This design comes from an exercise in tuning for small area and a short achievable clock period on the open sky130 flow, not from production work.
Only simulation tests tie the RTL to the original design; equivalence was not proved.

$ cat design/flow/constraint.sdc
create_clock -name core_clock -period 22.0 [get_ports {clk}]
set_input_delay 4.4000 -clock core_clock [delete_from_list [all_inputs] [get_ports {clk}]]
set_output_delay 4.4000 -clock core_clock [all_outputs]
set_load 0.01 [all_outputs]
$ cat design/flow/config.mk
export PLATFORM = sky130hd
export DESIGN_NAME = bobbin
export DESIGN_NICKNAME = bobbin
export VERILOG_FILES = /design/flow/design.v
export SDC_FILE = /design/flow/constraint.sdc
export NUM_CORES = 4
export LEC_CHECK = 0
export CAP_MARGIN = 20
export CORE_MARGIN = 2
export CORE_UTILIZATION = 30
export PLACE_DENSITY = 0.45
export SLEW_MARGIN = 20
$ cat design/flow/design.v
module bobbin_div (
    input  wire        clk,
    input  wire        start,
    input  wire [31:0] dividend,
    input  wire [31:0] divisor,
    output wire [31:0] quotient
);
    reg [31:0] rem_q;
    reg [31:0] quo_q;
    reg [31:0] div_q;
    wire [31:0] rem0 = start ? 32'd0 : rem_q;
    wire [31:0] quo0 = start ? dividend : quo_q;
    wire [31:0] div0 = start ? divisor : div_q;
    wire [32:0] t1   = {rem0, quo0[31]};
    wire        ge1  = t1 >= {1'b0, div0};
    wire [32:0] d1   = t1 - {1'b0, div0};
    wire [31:0] rem1 = ge1 ? d1[31:0] : t1[31:0];
    wire [31:0] quo1 = {quo0[30:0], ge1};
    wire [32:0] t2   = {rem1, quo1[31]};
    wire        ge2  = t2 >= {1'b0, div0};
    wire [32:0] d2   = t2 - {1'b0, div0};
    wire [31:0] rem2 = ge2 ? d2[31:0] : t2[31:0];
    wire [31:0] quo2 = {quo1[30:0], ge2};
    always @(posedge clk) begin
        rem_q <= rem2;
        quo_q <= quo2;
        div_q <= div0;
    end
    assign quotient = quo2;
endmodule
module bobbin_sqrt (
    input  wire        clk,
    input  wire        start,
    input  wire [31:0] radicand,
    output wire [15:0] root
);
    reg [17:0] rem_q;
    reg [15:0] root_q;
    reg [31:0] x_q;
    wire [17:0] rem0  = start ? 18'd0 : rem_q;
    wire [15:0] root0 = start ? 16'd0 : root_q;
    wire [31:0] x0    = start ? radicand : x_q;
    wire [19:0] t     = {rem0, x0[31:30]};
    wire [19:0] trial = {2'b00, root0, 2'b01};
    wire        ge    = t >= trial;
    wire [19:0] diff  = t - trial;
    wire [17:0] rem1  = ge ? diff[17:0] : t[17:0];
    wire [15:0] root1 = {root0[14:0], ge};
    always @(posedge clk) begin
        rem_q  <= rem1;
        root_q <= root1;
        x_q    <= {x0[29:0], 2'b00};
    end
    assign root = root1;
endmodule
module bobbin (
    input  wire        clk,
    input  wire        rst,           
    input  wire        restart,       
    input  wire        snag_release,  
    input  wire [10:0] prog_len,      
    input  wire [23:0] wdog_limit,    
    input  wire [4:0]  self_id,       
    input  wire [31:0] time_ns,       
    input  wire [14:0] ev_in,         
    input  wire        tick_us,       
    output wire [9:0]  imem_addr,
    input  wire [31:0] imem_data,
    output wire [11:0] dmem_addr,
    output wire        dmem_re,
    output wire [3:0]  dmem_we,
    output wire [31:0] dmem_wdata,
    input  wire [31:0] dmem_rdata,
    output wire [6:0]  port_addr,
    output wire        port_re,
    output wire        port_we,
    output wire [31:0] port_wdata,
    input  wire [31:0] port_rdata,
    output wire [2:0]  state,
    output wire [1:0]  snag_code
);
    localparam [2:0] S_STOPPED = 3'd0, S_IDLE = 3'd2, S_RUN = 3'd3, S_SNAG = 3'd4;
    localparam [1:0] C_NONE = 2'd0, C_ILLEGAL = 2'd1, C_RANGE = 2'd2, C_WDOG = 2'd3;
    localparam [5:0] OP_NOP = 6'h01, OP_ADD = 6'h02, OP_SUB = 6'h03, OP_ADDS = 6'h04,
                     OP_SUBS = 6'h05, OP_AND = 6'h06, OP_OR = 6'h07, OP_XOR = 6'h08,
                     OP_SHL = 6'h09, OP_SHR = 6'h0A, OP_ASR = 6'h0B, OP_MUL = 6'h0C,
                     OP_MULH = 6'h0D, OP_MULHU = 6'h0E, OP_MULSH = 6'h0F, OP_DIVU = 6'h10,
                     OP_DIVS = 6'h11, OP_SQRTU = 6'h12, OP_MIN = 6'h13, OP_MAX = 6'h14,
                     OP_SLT = 6'h15, OP_SLTU = 6'h16, OP_ABS = 6'h17, OP_CLAMP = 6'h18,
                     OP_ADDI = 6'h19, OP_ANDI = 6'h1A, OP_ORI = 6'h1B, OP_XORI = 6'h1C,
                     OP_SHLI = 6'h1D, OP_SHRI = 6'h1E, OP_ASRI = 6'h1F, OP_LUI = 6'h20,
                     OP_LD = 6'h21, OP_LDH = 6'h22, OP_LDHU = 6'h23, OP_ST = 6'h24,
                     OP_STH = 6'h25, OP_LUT = 6'h26, OP_IN = 6'h27, OP_OUT = 6'h28,
                     OP_BEQ = 6'h29, OP_BNE = 6'h2A, OP_BLT = 6'h2B, OP_BGE = 6'h2C,
                     OP_BLTU = 6'h2D, OP_BGEU = 6'h2E, OP_JMP = 6'h2F, OP_CALL = 6'h30,
                     OP_RET = 6'h31, OP_WAIT = 6'h32, OP_END = 6'h33;
    reg [2:0]  state_q;
    reg [1:0]  code_q;
    reg [9:0]  pc_q;
    reg [31:0] regs [1:15];
    reg [15:0] pend_q;
    reg [15:0] wake_q;
    reg [31:0] timer_q;
    reg [23:0] wd_q;
    reg        mc_busy_q;
    reg [3:0]  mc_cnt_q;
    reg [1:0]  mc_kind_q;    
    reg        mc_neg_q;     
    reg        mc_bzero_q;   
    reg        mc_aneg_q;    
    wire [31:0] ir     = imem_data;
    wire [5:0]  op     = ir[31:26];
    wire [3:0]  f_hi   = ir[25:22];    
    wire [3:0]  f_mid  = ir[21:18];    
    wire [3:0]  f_lo   = ir[17:14];    
    wire [4:0]  sh     = ir[4:0];
    wire [17:0] imm18  = ir[17:0];
    wire [15:0] imm16  = ir[15:0];
    wire [7:0]  portn  = ir[7:0];
    wire [9:0]  target = ir[9:0];
    wire [15:0] wmask  = ir[15:0];
    wire [31:0] simm = {{14{imm18[17]}}, imm18};
    wire [31:0] uimm = {14'd0, imm18};
    wire [31:0] x = (f_hi  == 4'd0) ? 32'd0 : regs[f_hi];
    wire [31:0] y = (f_mid == 4'd0) ? 32'd0 : regs[f_mid];
    wire [31:0] z = (f_lo  == 4'd0) ? 32'd0 : regs[f_lo];
    wire [31:0] a = y;    
    wire [31:0] b = z;    
    wire [32:0] sum_ext  = {a[31], a} + {b[31], b};
    wire [32:0] diff_ext = {a[31], a} - {b[31], b};
    wire signed [63:0] prod_s = $signed(a) * $signed(b);
    wire        [63:0] prod_u = a * b;
    wire signed [63:0] prod_sh = prod_s >>> sh;
    wire a_lt_b_s = $signed(a) < $signed(b);
    wire a_lt_b_u = a < b;
    wire [31:0] neg_b   = 32'd0 - b;
    wire [31:0] neg_a   = 32'd0 - a;
    function [31:0] sat33;
        input [32:0] v;
        begin
            if (v[32] != v[31])
                sat33 = v[32] ? 32'h8000_0000 : 32'h7FFF_FFFF;
            else
                sat33 = v[31:0];
        end
    endfunction
    function [31:0] sat64;
        input [63:0] v;
        begin
            if (!v[63] && v[62:31] != 32'd0)
                sat64 = 32'h7FFF_FFFF;
            else if (v[63] && v[62:31] != 32'hFFFF_FFFF)
                sat64 = 32'h8000_0000;
            else
                sat64 = v[31:0];
        end
    endfunction
    wire [31:0] clamp_lo = ($signed(a) < $signed(neg_b)) ? neg_b : a;
    wire [31:0] clamp_v  = b[31] ? 32'd0 :
                           (($signed(clamp_lo) > $signed(b)) ? b : clamp_lo);
    wire [31:0] ea = a + simm;
    wire [11:0] lut_base = imm18[11:0];
    wire [12:0] lut_addr = {1'b0, lut_base} + {4'd0, a[15:8], 1'b0};
    wire [7:0]  lut_f    = a[7:0];
    wire signed [15:0] lut_t0 = dmem_rdata[15:0];
    wire signed [15:0] lut_t1 = dmem_rdata[31:16];
    wire signed [16:0] lut_d  = lut_t1 - lut_t0;
    wire signed [25:0] lut_p  = lut_d * $signed({1'b0, lut_f});
    wire signed [31:0] lut_v  = lut_t0 + (lut_p >>> 8);
    wire        mc_start;
    wire [31:0] div_a = (op == OP_DIVS && a[31]) ? neg_a : a;
    wire [31:0] div_b = (op == OP_DIVS && b[31]) ? neg_b : b;
    wire [31:0] div_q;
    wire [15:0] sqrt_r;
    bobbin_div u_div (
        .clk(clk), .start(mc_start), .dividend(div_a), .divisor(div_b), .quotient(div_q)
    );
    bobbin_sqrt u_sqrt (
        .clk(clk), .start(mc_start), .radicand(a), .root(sqrt_r)
    );
    reg [31:0] mc_result;
    always @(*) begin
        case (mc_kind_q)
            2'd0: mc_result = mc_bzero_q ? 32'hFFFF_FFFF : div_q;
            2'd1: begin
                if (mc_bzero_q)
                    mc_result = mc_aneg_q ? 32'h8000_0000 : 32'h7FFF_FFFF;
                else if (mc_neg_q)
                    mc_result = 32'd0 - div_q;
                else if (div_q[31])
                    mc_result = 32'h7FFF_FFFF;
                else
                    mc_result = div_q;
            end
            default: mc_result = {16'd0, sqrt_r};
        endcase
    end
    wire active   = (state_q == S_RUN) || (state_q == S_IDLE);
    wire wd_fire  = active && (wdog_limit != 24'd0) && (wd_q >= wdog_limit);
    wire abandon  = rst || (state_q == S_SNAG ? snag_release : restart);
    wire in_port_ext  = (portn <= 8'h0F);
    wire in_port_ok   = in_port_ext || portn == 8'h38 || portn == 8'h39 || portn == 8'h3A;
    wire out_port_ext = (portn >= 8'h40 && portn <= 8'h4F) || portn == 8'h79;
    wire out_port_ok  = out_port_ext || portn == 8'h78;
    reg        illegal;      
    reg        bad_addr;     
    reg        wr_en;        
    reg [31:0] wr_val;
    reg        seq;          
    reg        jump;         
    reg [9:0]  jump_pc;
    reg        is_mc;        
    reg        is_end;
    reg        is_wait;
    reg        ld_en, st_en, sth_en, in_en, out_en;
    wire [15:0] wait_hit = pend_q & wmask;
    always @(*) begin
        illegal  = 1'b0;
        bad_addr = 1'b0;
        wr_en    = 1'b0;
        wr_val   = 32'd0;
        seq      = 1'b1;
        jump     = 1'b0;
        jump_pc  = target;
        is_mc    = 1'b0;
        is_end   = 1'b0;
        is_wait  = 1'b0;
        ld_en    = 1'b0;
        st_en    = 1'b0;
        sth_en   = 1'b0;
        in_en    = 1'b0;
        out_en   = 1'b0;
        case (op)
            OP_NOP: illegal = (ir[25:0] != 26'd0);
            OP_ADD, OP_SUB, OP_ADDS, OP_SUBS, OP_AND, OP_OR, OP_XOR, OP_SHL, OP_SHR,
            OP_ASR, OP_MUL, OP_MULH, OP_MULHU, OP_MIN, OP_MAX, OP_SLT, OP_SLTU,
            OP_CLAMP: begin
                illegal = (ir[13:0] != 14'd0);
                wr_en   = 1'b1;
                case (op)
                    OP_ADD:   wr_val = a + b;
                    OP_SUB:   wr_val = a - b;
                    OP_ADDS:  wr_val = sat33(sum_ext);
                    OP_SUBS:  wr_val = sat33(diff_ext);
                    OP_AND:   wr_val = a & b;
                    OP_OR:    wr_val = a | b;
                    OP_XOR:   wr_val = a ^ b;
                    OP_SHL:   wr_val = a << b[4:0];
                    OP_SHR:   wr_val = a >> b[4:0];
                    OP_ASR:   wr_val = $signed(a) >>> b[4:0];
                    OP_MUL:   wr_val = prod_u[31:0];
                    OP_MULH:  wr_val = prod_s[63:32];
                    OP_MULHU: wr_val = prod_u[63:32];
                    OP_MIN:   wr_val = a_lt_b_s ? a : b;
                    OP_MAX:   wr_val = a_lt_b_s ? b : a;
                    OP_SLT:   wr_val = {31'd0, a_lt_b_s};
                    OP_SLTU:  wr_val = {31'd0, a_lt_b_u};
                    default:  wr_val = clamp_v;
                endcase
            end
            OP_MULSH: begin
                illegal = (ir[13:5] != 9'd0);
                wr_en   = 1'b1;
                wr_val  = sat64(prod_sh);
            end
            OP_DIVU, OP_DIVS: begin
                illegal = (ir[13:0] != 14'd0);
                is_mc   = 1'b1;
            end
            OP_SQRTU: begin
                illegal = (ir[17:0] != 18'd0);
                is_mc   = 1'b1;
            end
            OP_ABS: begin
                illegal = (ir[17:0] != 18'd0);
                wr_en   = 1'b1;
                wr_val  = a[31] ? ((a == 32'h8000_0000) ? 32'h7FFF_FFFF : neg_a) : a;
            end
            OP_ADDI: begin wr_en = 1'b1; wr_val = a + simm; end
            OP_ANDI: begin wr_en = 1'b1; wr_val = a & uimm; end
            OP_ORI:  begin wr_en = 1'b1; wr_val = a | uimm; end
            OP_XORI: begin wr_en = 1'b1; wr_val = a ^ uimm; end
            OP_SHLI, OP_SHRI, OP_ASRI: begin
                illegal = (imm18[17:5] != 13'd0);
                wr_en   = 1'b1;
                case (op)
                    OP_SHLI: wr_val = a << imm18[4:0];
                    OP_SHRI: wr_val = a >> imm18[4:0];
                    default: wr_val = $signed(a) >>> imm18[4:0];
                endcase
            end
            OP_LUI: begin
                illegal = (ir[21:16] != 6'd0);
                wr_en   = 1'b1;
                wr_val  = {imm16, 16'd0};
            end
            OP_LD: begin
                bad_addr = (ea > 32'd4092) || (ea[1:0] != 2'd0);
                wr_en    = 1'b1;
                wr_val   = dmem_rdata;
                ld_en    = 1'b1;
            end
            OP_LDH, OP_LDHU: begin
                bad_addr = (ea > 32'd4094) || ea[0];
                wr_en    = 1'b1;
                wr_val   = (op == OP_LDH) ? {{16{dmem_rdata[15]}}, dmem_rdata[15:0]}
                                          : {16'd0, dmem_rdata[15:0]};
                ld_en    = 1'b1;
            end
            OP_ST: begin
                bad_addr = (ea > 32'd4092) || (ea[1:0] != 2'd0);
                st_en    = 1'b1;
            end
            OP_STH: begin
                bad_addr = (ea > 32'd4094) || ea[0];
                sth_en   = 1'b1;
            end
            OP_LUT: begin
                illegal  = (imm18[17:12] != 6'd0);
                bad_addr = lut_base[0] || (lut_addr > 13'd4092);
                wr_en    = 1'b1;
                wr_val   = lut_v;
                ld_en    = 1'b1;
            end
            OP_IN: begin
                illegal = (ir[21:8] != 14'd0) || !in_port_ok;
                wr_en   = 1'b1;
                in_en   = in_port_ext;
                if (portn == 8'h38)      wr_val = {27'd0, self_id};
                else if (portn == 8'h39) wr_val = time_ns;
                else if (portn == 8'h3A) wr_val = {16'd0, wake_q};
                else                     wr_val = port_rdata;
            end
            OP_OUT: begin
                illegal = (ir[21:8] != 14'd0) || !out_port_ok;
                out_en  = 1'b1;
            end
            OP_BEQ, OP_BNE, OP_BLT, OP_BGE, OP_BLTU, OP_BGEU: begin
                illegal = (ir[17:10] != 8'd0);
                case (op)
                    OP_BEQ:  jump = (x == y);
                    OP_BNE:  jump = (x != y);
                    OP_BLT:  jump = ($signed(x) <  $signed(y));
                    OP_BGE:  jump = ($signed(x) >= $signed(y));
                    OP_BLTU: jump = (x <  y);
                    default: jump = (x >= y);
                endcase
                seq = !jump;
            end
            OP_JMP: begin
                illegal = (ir[25:10] != 16'd0);
                jump    = 1'b1;
                seq     = 1'b0;
            end
            OP_CALL: begin
                illegal = (ir[25:10] != 16'd0);
                jump    = 1'b1;
                seq     = 1'b0;
                wr_en   = 1'b1;
                wr_val  = {22'd0, pc_q} + 32'd1;
            end
            OP_RET: begin
                illegal  = (ir[25:0] != 26'd0);
                bad_addr = ({1'b0, regs[15][9:0]} >= prog_len);
                jump     = 1'b1;
                seq      = 1'b0;
                jump_pc  = regs[15][9:0];
            end
            OP_WAIT: begin
                illegal = (ir[25:16] != 10'd0);
                is_wait = 1'b1;
                seq     = (wait_hit != 16'd0);
            end
            OP_END: begin
                illegal = (ir[25:0] != 26'd0);
                is_end  = 1'b1;
                seq     = 1'b0;
            end
            default: illegal = 1'b1;
        endcase
    end
    wire [3:0] wr_reg = (op == OP_CALL) ? 4'd15 : f_hi;
    wire past_end = seq && (pc_q == 10'd1023);
    wire issue     = active && !mc_busy_q && !abandon && !wd_fire;
    wire violation = issue && (illegal || bad_addr || past_end);
    wire exec      = issue && !violation;
    wire mc_last   = mc_busy_q && (mc_cnt_q == 4'd15) && !abandon && !wd_fire;
    assign mc_start = exec && is_mc;
    assign imem_addr  = pc_q;
    assign state      = state_q;
    assign snag_code  = code_q;
    assign dmem_addr  = (op == OP_LUT) ? lut_addr[11:0] : ea[11:0];
    assign dmem_re    = exec && ld_en;
    assign dmem_we    = !exec ? 4'b0000 : st_en ? 4'b1111 : sth_en ? 4'b0011 : 4'b0000;
    assign dmem_wdata = x;
    assign port_addr  = portn[6:0];
    assign port_re    = exec && in_en;
    assign port_we    = exec && out_en && out_port_ext;
    assign port_wdata = x;
    wire timer_wr   = exec && out_en && (portn == 8'h78);
    wire timer_fire = !timer_wr && tick_us && (timer_q == 32'd1);
    wire [15:0] wait_take = (exec && is_wait) ? wait_hit : 16'd0;
    integer i;
    always @(posedge clk) begin
        if (rst) begin
            state_q    <= S_RUN;
            code_q     <= C_NONE;
            pc_q       <= 10'd0;
            pend_q     <= 16'd0;
            wake_q     <= 16'd0;
            timer_q    <= 32'd0;
            wd_q       <= 24'd0;
            mc_busy_q  <= 1'b0;
            mc_cnt_q   <= 4'd0;
            mc_kind_q  <= 2'd0;
            mc_neg_q   <= 1'b0;
            mc_bzero_q <= 1'b0;
            mc_aneg_q  <= 1'b0;
            for (i = 1; i < 16; i = i + 1)
                regs[i] <= 32'd0;
        end else begin
            pend_q <= (pend_q & ~wait_take) | {timer_fire, ev_in};
            if (timer_wr)
                timer_q <= x;
            else if (tick_us && timer_q != 32'd0)
                timer_q <= timer_q - 32'd1;
            if (abandon) begin
                state_q   <= S_RUN;
                code_q    <= C_NONE;
                pc_q      <= 10'd0;
                wd_q      <= 24'd0;
                mc_busy_q <= 1'b0;
            end else if (wd_fire) begin
                state_q   <= S_SNAG;
                code_q    <= C_WDOG;
                mc_busy_q <= 1'b0;
            end else if (mc_busy_q) begin
                wd_q     <= (wd_q == 24'hFF_FFFF) ? wd_q : wd_q + 24'd1;
                mc_cnt_q <= mc_cnt_q + 4'd1;
                if (mc_last) begin
                    mc_busy_q <= 1'b0;
                    if (f_hi != 4'd0)
                        regs[f_hi] <= mc_result;
                    pc_q <= pc_q + 10'd1;
                end
            end else if (violation) begin
                state_q <= S_SNAG;
                code_q  <= illegal ? C_ILLEGAL : C_RANGE;
            end else if (exec) begin
                if (wr_en && wr_reg != 4'd0)
                    regs[wr_reg] <= wr_val;
                if (is_mc) begin
                    mc_busy_q  <= 1'b1;
                    mc_cnt_q   <= 4'd1;
                    mc_kind_q  <= (op == OP_DIVU) ? 2'd0 : (op == OP_DIVS) ? 2'd1 : 2'd2;
                    mc_neg_q   <= (op == OP_DIVS) && (a[31] ^ b[31]);
                    mc_bzero_q <= (b == 32'd0);
                    mc_aneg_q  <= a[31];
                end
                if (is_wait && !seq) begin
                    state_q <= S_IDLE;
                    wd_q    <= 24'd0;
                end else if (is_end) begin
                    state_q <= S_STOPPED;
                    wd_q    <= 24'd0;
                end else begin
                    state_q <= S_RUN;
                    wd_q    <= (wd_q == 24'hFF_FFFF) ? wd_q : wd_q + 24'd1;
                    if (is_wait)
                        wake_q <= wait_hit;
                    if (jump)
                        pc_q <= jump_pc;
                    else if (seq && !is_mc)
                        pc_q <= pc_q + 10'd1;
                end
            end
        end
    end
endmodule
$ cat design/flow/run.sh
#!/bin/bash
# synth_recipe.tcl (not shown) runs the flow's synth.tcl, then flattens the netlist and writes it again
# the make line also repeats each setting of config.mk as NAME=value (left out here)
make -C /OpenROAD-flow-scripts/flow DESIGN_CONFIG=/design/flow/config.mk WORK_HOME=/design/flow/orfs CLKGATE_MAP_FILE= SYNTH_SCRIPT=/design/flow/synth_recipe.tcl finish
==> run notes <==
[worst min-delay path by stage]
stage                                      start                      to  slack (ns)  cells after the start
after floorplan            u_sqrt.x_q[8]$_DFF_P_  u_sqrt.x_q[10]$_DFF_P_        0.40                      2
after global placement    u_sqrt.x_q[25]$_DFF_P_  u_sqrt.x_q[27]$_DFF_P_        0.41                      2
after detailed placement  u_sqrt.x_q[27]$_DFF_P_  u_sqrt.x_q[29]$_DFF_P_        0.41                      2
after CTS                 u_sqrt.x_q[27]$_DFF_P_  u_sqrt.x_q[29]$_DFF_P_        0.43                      2
after global routing      u_sqrt.x_q[27]$_DFF_P_  u_sqrt.x_q[29]$_DFF_P_        0.44                      2
final                     u_sqrt.x_q[19]$_DFF_P_  u_sqrt.x_q[21]$_DFF_P_        0.43                      2
[critical path: cells and delay by family]
kind,cells,cell delay [ns]
muxes,2,1.25
adders and majority gates,10,5.08
and+or+nand+nor,6,3.56
buffers and inverters,13,3.22
AOI/OAI and AO/OA,10,3.79
[kinds of logic after synthesis]
| kind of cell | count (synthesis) | share of synthesized area (%) |
|---|---|---|
| simple gates | 4659 | 15.23 |
| flops | 785 | 15.53 |
| compound gates | 3080 | 15.12 |
| fa+ha+maj | 2433 | 31.56 |
| buf+inv | 2991 | 8.805 |
| other cells | 1 | 0.002794 |
| mux | 923 | 10.75 |
| xor+xnor | 461 | 3.009 |
[metal layers]
layer  vias up  GRT usage [%]
met3      1544          7.560
met4        36          16.38
met1     64580          43.63
li1      52160              -
met2      6992          50.31
met5         -              0
[metrics by stage]
stage / setup WS [ns]
after floorplan: 3.629
after global placement: 0.6769
after detailed placement: 1.087
after CTS: 1.846
after global routing: 1.279
final: 1.119
[flip-flops by register name, indices dropped and copies added (netlist names)]
signal and cells:
mc_kind_q 2, regs 512, mc_busy_q 1, mc_bzero_q 1, mc_aneg_q 1, wd_q 24, state_q 3, u_sqrt.rem_q 18
code_q 2, u_div.div_q 32, mc_neg_q 1, pend_q 16, wake_q 16, u_sqrt.x_q 30, mc_cnt_q 4, u_div.quo_q 32
u_sqrt.root_q 16, pc_q 10, u_div.rem_q 32, timer_q 32
[cell usage in the layout (no fill, tap or decap), types with 359 or more instances in the layout]
| master | instances |
|---|---|
| o21ai_0 | 714 |
| ha_1 | 844 |
| nand2_1 | 1648 |
| inv_1 | 1899 |
| fa_1 | 1587 |
| buf_4 | 524 |
| edfxtp_1 | 512 |
| mux2i_1 | 391 |
| mux4_2 | 402 |
| a21oi_1 | 798 |
| xnor2_1 | 359 |
| nor2_1 | 1757 |
[area by class of cell]
type	count	area share, %
diodes	52	0.08739
clock buffers	135	1.827
clock inverters	42	0.3781
inverters	1965	4.963
multi-input cells	11590	68.86
flip-flops and latches	785	14.00
well taps	5928	4.981
repair buffers	835	4.911
==> tab_implementation.tex <==
\begin{tabular}{lr}
\hline
Metric & Value \\
\hline
\multicolumn{2}{l}{\textbf{CTS}} \\
Cells resized by post-CTS repair & 0 \\
Worst-Skew Late Latency & 0.76 ns \\
Hold buffer count at CTS & 0 \\
TritonCTS clock tree & built \\
Setup fix buffers added after clock tree synthesis & 0 \\
Maximum buffer depth of the clock tree & 3 \\
Number of clock sinks & 785 \\
Clock transition at path regs & 0.06 ns \\
H-tree level count & 3 \\
CTS buffer count & 94 \\
CTS root buf & clkbuf\_16 \\
\multicolumn{2}{l}{\textbf{Setup path}} \\
Critical Path Sink Type & register \\
Type of element launching the critical path & input pin \\
Launching instance or port of the critical path & imem\_data[16] \\
Delay contributed by the slowest stage of the critical path & 1.30 ns \\
Endpoint arrival time on the critical path & 21.46 ns \\
Cell with the largest stage delay on the worst path & nor4\_1 \\
Critical path destination & regs[12][1]\$\_SDFFCE\_PN0P\_ \\
Worst flop-to-flop path startpoint & regs[15][31]\$\_SDFFCE\_PN0P\_ \\
Setup slack of the worst register-to-register path & 5.54 ns \\
Number of cells on the worst reg-to-reg path & 38 \\
Most common cell on crit path & fa\_1 \\
Highest net fanout along the worst path & 19 \\
Required time of the worst setup path & 22.58 ns \\
Setup Crit Path Kind & in2reg \\
Reg-to-reg endpoint & regs[12][1]\$\_SDFFCE\_PN0P\_ \\
\multicolumn{2}{l}{\textbf{Global route}} \\
Maximum number of pins on one net before global-route repair & 126 \\
Global route total overflow & 0 \\
Via count of the first global-routing pass & 123,300 \\
Number of antenna violations at the first check in global routing & 88 \\
Global-route wire length before repair & 1,042,000 um \\
Total GRT Usage & 32.92\% \\
\multicolumn{2}{l}{\textbf{Yosys}} \\
Synth unique cells & 127 \\
Number of cells produced by synthesis & 15,330 \\
Fraction of synthesis flops using an asynchronous set or reset pin & 0\% \\
Primary FF master, synth & edfxtp\_1 \\
Yosys synthesis warning count & 3 \\
Sequential element share of the synthesized area & 15.53\% \\
Library cell with the largest summed area after synthesis & fa\_1 \\
Post-synth EDFFs & 512 \\
Share of the synthesized area in the top cell type & 23.67\% \\
Synth Register Bits & 785 \\
Average footprint of a synthesized cell & 8.752 um2 \\
Top cells by count, synth & inv\_1 (1,923), nor2\_1 (1,767), nand2\_1 (1,659), fa\_1 (1,587), ha\_1 (844) \\
Mapped Area & 134,200 um2 \\
Cell types with the largest area share after synthesis & fa\_1 (24\%), edfxtp\_1 (11\%), ha\_1 (7.9\%), mux4\_2 (6.7\%), inv\_1 (5.4\%) \\
Top-count cell post-synth & inv\_1 \\
\multicolumn{2}{l}{\textbf{Timing}} \\
Top achievable clock speed & 0.04789 GHz \\
Shortest period the worst path allows & 20.88 ns \\
Final clock period utilization by the worst path & 94.91\% \\
Setup repair after global routing missed its margin & no \\
Final Hold Violating Endpoints & 0 \\
Worst-case clock skew & 0.07262 ns \\
Number of failing setup endpoints in the final timing report & 0 \\
Total Neg Setup Slack & 0 ns \\
Rel. slew slack & 10.34\% \\
WHS & 0.4336 ns \\
Number of max-slew violations in the final report & 0 \\
Worst Max-Slew Pin Slew & 1.333 ns \\
\multicolumn{2}{l}{\textbf{Placement}} \\
Quantity of I/O buffers inserted on ports & 292 \\
Post-detailed-placement half-perimeter wirelength & 591,400 um \\
Final estimated routing congestion in global placement & 1.063 \\
Post-placement cell area & 145,400 um2 \\
Cell total after placement & 21,100 \\
\multicolumn{2}{l}{\textbf{Die}} \\
Die area & 452,700 um2 \\
Starting Density & 30.13\% \\
Num ports & 293 \\
Core area & 445,400 um2 \\
Number of placement rows & 245 \\
Die X & 672.8 um \\
Vertical die dimension & 672.8 um \\
\multicolumn{2}{l}{\textbf{Cells and area}} \\
Post-route core utilization & 33.43\% \\
Syn-to-layout area delta & 10.95\% \\
Total area of multi-input combinational cells & 102,500 um2 \\
Total number of nets in the final design & 17,890 \\
Summed area of non-filler cells in the final layout & 148,900 um2 \\
Non-filler cells, final & 21,330 \\
Flip-flop and latch area & 20,840 um2 \\
\# fillers & 46,720 \\
Fraction of layout cells with a size suffix above 1 & 10.22\% \\
\multicolumn{2}{l}{\textbf{Flow run}} \\
Max cap viols & 0 \\
\multicolumn{2}{l}{\textbf{Routing}} \\
Number of DRC violations after detailed routing & 0 \\
Antenna viol nets, final & 0 \\
Drt first-iter violations & 16,300 \\
Vias per cell & 5.875 \\
Detailed route wirelength on metal3 & 72,600 um \\
Routed length on met2 & 330,900 um \\
Wire length per cell after detailed routing & 35.67 um \\
Via count of the routed design & 125,300 \\
Highest Signal Layer & met5 \\
Final wirelength & 760,900 um \\
DRT met1 WL & 311,000 um \\
DR pass1 iterations & 9 \\
\multicolumn{2}{l}{\textbf{Min path}} \\
Class of the worst hold path & reg2reg \\
\multicolumn{2}{l}{\textbf{Outcome}} \\
Outcome & complete, no violations \\
\hline
\end{tabular}

==> separate check: timing with driven ports <==
The results above use ideal ports. As a check the final layout listed here was re-extracted and re-timed, cells and wires unchanged.
Step 1 (the two cells are an assumption about what drives the block):
set clk [get_ports {clk}]
set_driving_cell -lib_cell sky130_fd_sc_hd__clkbuf_16 $clk
set_driving_cell -lib_cell sky130_fd_sc_hd__buf_2 [delete_from_list [all_inputs] $clk]
Step 2 also shifts input and output timing later by t, the mid clock arrival at the registers, as if the neighbouring blocks saw the same clock.
Three values: ideal ports, drivers, drivers and shift; two values: the first two.
t (ns): 0.803
setup WS [ns]: 1.119 / 1.178 / 0.374
worst hold slack (ns): 0.434 / 0.434 / 0.434
worst data-port slew with drivers (ns): 0.12
After both steps setup and hold are still met in this run. The setup slack of this run moves by +0.059 ns with the drivers and by -0.745 ns with both steps.
